Background: an optimization exercise with open tools, aiming at small area, a short achievable clock period and few clock cycles per item. Do not read the settings as production practice.
Function was checked by simulation only, so behaviour that the tests miss may differ from the original.

==> 02-22 <==
// srv_loop_block
module srv_loop_block (
    input  wire        clk,
    input  wire        rst,           
    input  wire        wr_en,
    input  wire [7:0]  wr_addr,
    input  wire [31:0] wr_data,
    input  wire        run_valid,
    output wire        run_ready,
    input  wire        run_close,     
    input  wire [15:0] run_m,         
    input  wire [15:0] run_now,       
    input  wire [15:0] run_ff,        
    input  wire [15:0] run_openval,   
    output reg         done,
    output reg  [15:0] y,
    output reg  [15:0] v,
    output reg  [31:0] i_out,
    output reg         iclamp,
    output reg         aw,
    output reg         esign          
);
==> flow/config.mk <==
export PLATFORM = sky130hd
export DESIGN_NAME = srv_loop_block
export DESIGN_NICKNAME = srv_loop_block
export VERILOG_FILES = /design/flow/design.v
export SDC_FILE = /design/flow/constraint.sdc
export NUM_CORES = 4
export LEC_CHECK = 0
export ABC_AREA = 1
export CAP_MARGIN = 20
export CORE_MARGIN = 2
export CORE_UTILIZATION = 40
export PLACE_DENSITY = 0.6
export SETUP_SLACK_MARGIN = 5
export SLEW_MARGIN = 20
==> flow/constraint.sdc <==
create_clock -name core_clock -period 14.0 [get_ports {clk}]
set_input_delay 2.8000 -clock core_clock [delete_from_list [all_inputs] [get_ports {clk}]]
set_output_delay 2.8000 -clock core_clock [all_outputs]
set_load 0.01 [all_outputs]
run.sh (not shown) runs the stock make flow with config.mk's settings and CLKGATE_MAP_FILE= SYNTH_SCRIPT=/design/flow/synth_recipe.tcl, a recipe that flattens the netlist after the stock synthesis.
==> 05-05 (differences from 02-22) <==
--- a/flow/design.v
+++ b/flow/design.v
@@ -11,14 +11,14 @@
     input  wire [15:0] run_now,       
     input  wire [15:0] run_ff,        
     input  wire [15:0] run_openval,   
     output reg         done,
     output reg  [15:0] y,
     output reg  [15:0] v,
-    output reg  [31:0] i_out,
-    output reg         iclamp,
+    output wire [31:0] i_out,
+    output wire        iclamp,
     output reg         aw,
     output reg         esign          
 );
     function signed [15:0] sat16;
         input signed [24:0] a;
         begin
@@ -91,14 +91,12 @@
     reg signed [32:0] c_iv [0:1];
     reg        [1:0]  c_ez, c_en, c_close;
     reg        [39:0] p_ra [0:1];   
     reg        [39:0] p_rb [0:1];
     reg signed [18:0] b0_r [0:1];   
     reg        [1:0]  sh_r [0:1];
-    reg signed [15:0] x1_r [0:1];   
-    reg signed [15:0] y1_r [0:1];
     reg               vo1;
     reg signed [15:0] o_up, o_ff;
     reg signed [32:0] o_iv;
     reg               o_ez, o_en, o_close;
     reg               vo2;
     reg signed [16:0] q_upff;
@@ -292,12 +290,14 @@
     wire        lim_act = (y_new != v_new);
     wire        lim_neg = (v_new < y_new);
     wire        dir_neg = lim_act ? lim_neg : q_cneg;
     wire        aw_set  = lim_act | q_cact;
     wire        aw_nxt  = aw_set ? 1'b1 : (q_close ? 1'b0 : q_keep);
     wire        es_nxt  = aw_set ? (dir_neg ^ gain[15]) : esign_r;
+    assign i_out  = q_i;
+    assign iclamp = q_ic;
     wire signed [16:0] err_diff = $signed({run_now[15], run_now}) - $signed({run_m[15], run_m});
     reg [9:0] wsec;
     integer k;
     always @* begin
         for (k = 0; k < 10; k = k + 1)
             wsec[k] = wapply && (wa[5:2] == ((k < 4) ? (4'h8 + k) : (4'h2 + k - 4)));
@@ -310,21 +310,21 @@
     wire [9:0] upd1 = cv[1] ? c_oh[1] : 10'd0;
     always @(posedge clk) begin
         for (k = 0; k < 10; k = k + 1) begin
             if (we0[k]) begin cb0[k] <= wd[15:0]; cb1[k] <= wd[31:16]; end
             if (we1[k]) begin cb2[k] <= wd[15:0]; ca1[k] <= wd[31:16]; end
             if (we2[k]) begin ca2[k] <= wd[15:0]; csh[k] <= wd[17:16]; end
+            if (upd0[k] || upd1[k]) begin
+                sx2[k] <= zst[k] ? 16'sd0 : sx1[k];
+                sy2[k] <= zst[k] ? 16'sd0 : sy1[k];
+            end
             if (upd0[k]) begin
-                sx2[k] <= x1_r[0];
                 sx1[k] <= c_x[0];
-                sy2[k] <= y1_r[0];
                 sy1[k] <= c0_y;
             end else if (upd1[k]) begin
-                sx2[k] <= x1_r[1];
                 sx1[k] <= c_x[1];
-                sy2[k] <= y1_r[1];
                 sy1[k] <= c1_y;
             end
         end
     end
     always @(posedge clk) begin
         if (rst) begin
@@ -422,20 +422,16 @@
             g_x0 <= gx0;
             g_iv <= g_ivn;
             g_ph <= 2'd2;
         end
         p_ra[0] <= (take0 && g_close) ? 40'd0 : pc0_a;
         p_rb[0] <= (take0 && g_close) ? 40'd0 : pc0_b;
-        x1_r[0] <= (take0 && g_close) ? 16'sd0 : m0_x1;
-        y1_r[0] <= (take0 && g_close) ? 16'sd0 : m0_y1;
         b0_r[0] <= m0_b0 <<< m0_sh;
         sh_r[0] <= m0_sh;
         p_ra[1] <= (take1 && g_close) ? 40'd0 : pc1_a;
         p_rb[1] <= (take1 && g_close) ? 40'd0 : pc1_b;
-        x1_r[1] <= (take1 && g_close) ? 16'sd0 : m1_x1;
-        y1_r[1] <= (take1 && g_close) ? 16'sd0 : m1_y1;
         b0_r[1] <= m1_b0 <<< m1_sh;
         sh_r[1] <= m1_sh;
         if (take0) lead <= lbusy[1];
         if (take1) lead <= !lbusy[0];
         if (cv[0] && !c_last[0])
             c_x[0] <= c0_y;
@@ -502,14 +498,12 @@
             q_cneg  <= i_under;
             q_close <= o_close;
             q_keep  <= aw_keep;
         end
         y      <= y_new;
         v      <= v_new;
-        i_out  <= q_i;
-        iclamp <= q_ic;
         aw     <= aw_nxt;
         esign  <= es_nxt;
     end
 endmodule
 module slb_mac_chain (
     input  wire [18:0] a,
==> 12-20 (differences from 02-22) <==
--- a/flow/design.v
+++ b/flow/design.v
@@ -11,14 +11,14 @@
     input  wire [15:0] run_now,       
     input  wire [15:0] run_ff,        
     input  wire [15:0] run_openval,   
     output reg         done,
     output reg  [15:0] y,
     output reg  [15:0] v,
-    output reg  [31:0] i_out,
-    output reg         iclamp,
+    output wire [31:0] i_out,
+    output wire        iclamp,
     output reg         aw,
     output reg         esign          
 );
     function signed [15:0] sat16;
         input signed [24:0] a;
         begin
@@ -91,14 +91,12 @@
     reg signed [32:0] c_iv [0:1];
     reg        [1:0]  c_ez, c_en, c_close;
     reg        [39:0] p_ra [0:1];   
     reg        [39:0] p_rb [0:1];
     reg signed [18:0] b0_r [0:1];   
     reg        [1:0]  sh_r [0:1];
-    reg signed [15:0] x1_r [0:1];   
-    reg signed [15:0] y1_r [0:1];
     reg               vo1;
     reg signed [15:0] o_up, o_ff;
     reg signed [32:0] o_iv;
     reg               o_ez, o_en, o_close;
     reg               vo2;
     reg signed [16:0] q_upff;
@@ -292,12 +290,14 @@
     wire        lim_act = (y_new != v_new);
     wire        lim_neg = (v_new < y_new);
     wire        dir_neg = lim_act ? lim_neg : q_cneg;
     wire        aw_set  = lim_act | q_cact;
     wire        aw_nxt  = aw_set ? 1'b1 : (q_close ? 1'b0 : q_keep);
     wire        es_nxt  = aw_set ? (dir_neg ^ gain[15]) : esign_r;
+    assign i_out  = q_i;
+    assign iclamp = q_ic;
     wire signed [16:0] err_diff = $signed({run_now[15], run_now}) - $signed({run_m[15], run_m});
     reg [9:0] wsec;
     integer k;
     always @* begin
         for (k = 0; k < 10; k = k + 1)
             wsec[k] = wapply && (wa[5:2] == ((k < 4) ? (4'h8 + k) : (4'h2 + k - 4)));
@@ -310,21 +310,21 @@
     wire [9:0] upd1 = cv[1] ? c_oh[1] : 10'd0;
     always @(posedge clk) begin
         for (k = 0; k < 10; k = k + 1) begin
             if (we0[k]) begin cb0[k] <= wd[15:0]; cb1[k] <= wd[31:16]; end
             if (we1[k]) begin cb2[k] <= wd[15:0]; ca1[k] <= wd[31:16]; end
             if (we2[k]) begin ca2[k] <= wd[15:0]; csh[k] <= wd[17:16]; end
+            if (upd0[k] || upd1[k]) begin
+                sx2[k] <= zst[k] ? 16'sd0 : sx1[k];
+                sy2[k] <= zst[k] ? 16'sd0 : sy1[k];
+            end
             if (upd0[k]) begin
-                sx2[k] <= x1_r[0];
                 sx1[k] <= c_x[0];
-                sy2[k] <= y1_r[0];
                 sy1[k] <= c0_y;
             end else if (upd1[k]) begin
-                sx2[k] <= x1_r[1];
                 sx1[k] <= c_x[1];
-                sy2[k] <= y1_r[1];
                 sy1[k] <= c1_y;
             end
         end
     end
     always @(posedge clk) begin
         if (rst) begin
@@ -422,20 +422,16 @@
             g_x0 <= gx0;
             g_iv <= g_ivn;
             g_ph <= 2'd2;
         end
         p_ra[0] <= (take0 && g_close) ? 40'd0 : pc0_a;
         p_rb[0] <= (take0 && g_close) ? 40'd0 : pc0_b;
-        x1_r[0] <= (take0 && g_close) ? 16'sd0 : m0_x1;
-        y1_r[0] <= (take0 && g_close) ? 16'sd0 : m0_y1;
         b0_r[0] <= m0_b0 <<< m0_sh;
         sh_r[0] <= m0_sh;
         p_ra[1] <= (take1 && g_close) ? 40'd0 : pc1_a;
         p_rb[1] <= (take1 && g_close) ? 40'd0 : pc1_b;
-        x1_r[1] <= (take1 && g_close) ? 16'sd0 : m1_x1;
-        y1_r[1] <= (take1 && g_close) ? 16'sd0 : m1_y1;
         b0_r[1] <= m1_b0 <<< m1_sh;
         sh_r[1] <= m1_sh;
         if (take0) lead <= lbusy[1];
         if (take1) lead <= !lbusy[0];
         if (cv[0] && !c_last[0])
             c_x[0] <= c0_y;
@@ -502,14 +498,12 @@
             q_cneg  <= i_under;
             q_close <= o_close;
             q_keep  <= aw_keep;
         end
         y      <= y_new;
         v      <= v_new;
-        i_out  <= q_i;
-        iclamp <= q_ic;
         aw     <= aw_nxt;
         esign  <= es_nxt;
     end
 endmodule
 module slb_mac_chain (
     input  wire [18:0] a,
CORE_UTILIZATION = 48   (was 40)
PLACE_DENSITY = 0.65   (was 0.6)
==> results.json <==
{
  "wl_per_cell_um": 29.30,
  "seq_share_pct": 30.97,
  "drt-met1-wl_um": 313000,
  "synth_top_area_share_pct": 29.97,
  "skew_ns": 0.1545,
  "status": "timing/DRC/antenna clean",
  "comb_power_share_pct": 69.1,
  "wl_met3_um": 129100,
  "synth_cells": 23130,
  "powerDensity_nw_per_um2": 240.6,
  "multi_input_area_share_pct": 51.88,
  "powerClk_mw": 7.16,
  "synth_mux_area_share_pct": 0.2482,
  "gp_congestion": 1.016,
  "pg_seq_mw": 9.00,
  "post_route_cells_drive_above_1_share_pct": 7.417,
  "final_cell_mix": "nand2_1, inv_1, edfxtp_1",
  "slowest_stage": "edfxtp_1",
  "clock_area_share_pct": 4.025,
  "p_leak_nw": 92.06
}
the above is filed under 12-20

==> results.json <==
{
  "synth_cells": 23130,
  "seq_share_pct": 30.73,
  "comb_power_share_pct": 68.6,
  "wl_met3_um": 118300,
  "clock_area_share_pct": 4.220,
  "gp_congestion": 1.002,
  "final_cell_mix": "nand2_1, inv_1, edfxtp_1",
  "status": "timing/DRC/antenna clean",
  "post_route_cells_drive_above_1_share_pct": 7.390,
  "wl_per_cell_um": 28.39,
  "multi_input_area_share_pct": 51.55,
  "slowest_stage": "a31oi_1",
  "skew_ns": 0.08919
}
the above is filed under 05-05

==> results.json <==
{
  "clock_area_share_pct": 4.196,
  "powerClk_mw": 7.63,
  "wirelength_um": 882600,
  "p_leak_nw": 92.46,
  "skew_ns": 0.08758,
  "synth_mux_area_share_pct": 0.2501,
  "wl_per_cell_um": 29.31,
  "final_cell_mix": "nand2_1, inv_1, edfxtp_1",
  "seq_share_pct": 31.21,
  "final_util_pct": 44.28,
  "post_route_cells_drive_above_1_share_pct": 6.711,
  "status": "timing/DRC/antenna clean",
  "comb_power_share_pct": 65.9,
  "grt-busiest-layer": "met2",
  "multi_input_area_share_pct": 51.35,
  "synth_top_area_share_pct": 29.60,
  "slowest_stage": "nand4_1",
  "track_usage_pct": 33.48
}
the above is filed under 02-22

Testbench counts of 02-22, summed over its fixed seeds: cycles 7,125, runs 1,920.
Testbench counts of 05-05, summed over its fixed seeds: cycles 7,125, runs 1,920.
Testbench counts of 12-20, summed over its fixed seeds: cycles 7,125, runs 1,920.

## re-timing with driven ports
In the flow no input, the clock included, has a driving cell. The finished layouts below were timed again as built, in two steps. Step 1 assumes that a clkbuf_16 drives the clock port and a buf_2 every other input. Step 2 moves the port delays by t, midway between the first and last clock arrival at a register: inputs arrive t later, outputs are due t later. That takes back most of the time a late clock gives input paths. Three values: ideal ports, drivers, drivers and shift; two values: the first two.
run | t (ns) | setup slack, ns | worst data-port slew with drivers (ns)
02-22 | 1.080 | 4.901 / 4.901 / 4.901 | 0.10
05-05 | 1.098 | 4.993 / 4.993 / 4.993 | 0.11
12-20 | 1.047 | 4.981 / 4.981 / 4.981 | 0.11
After both steps setup and hold are still met in every run listed.
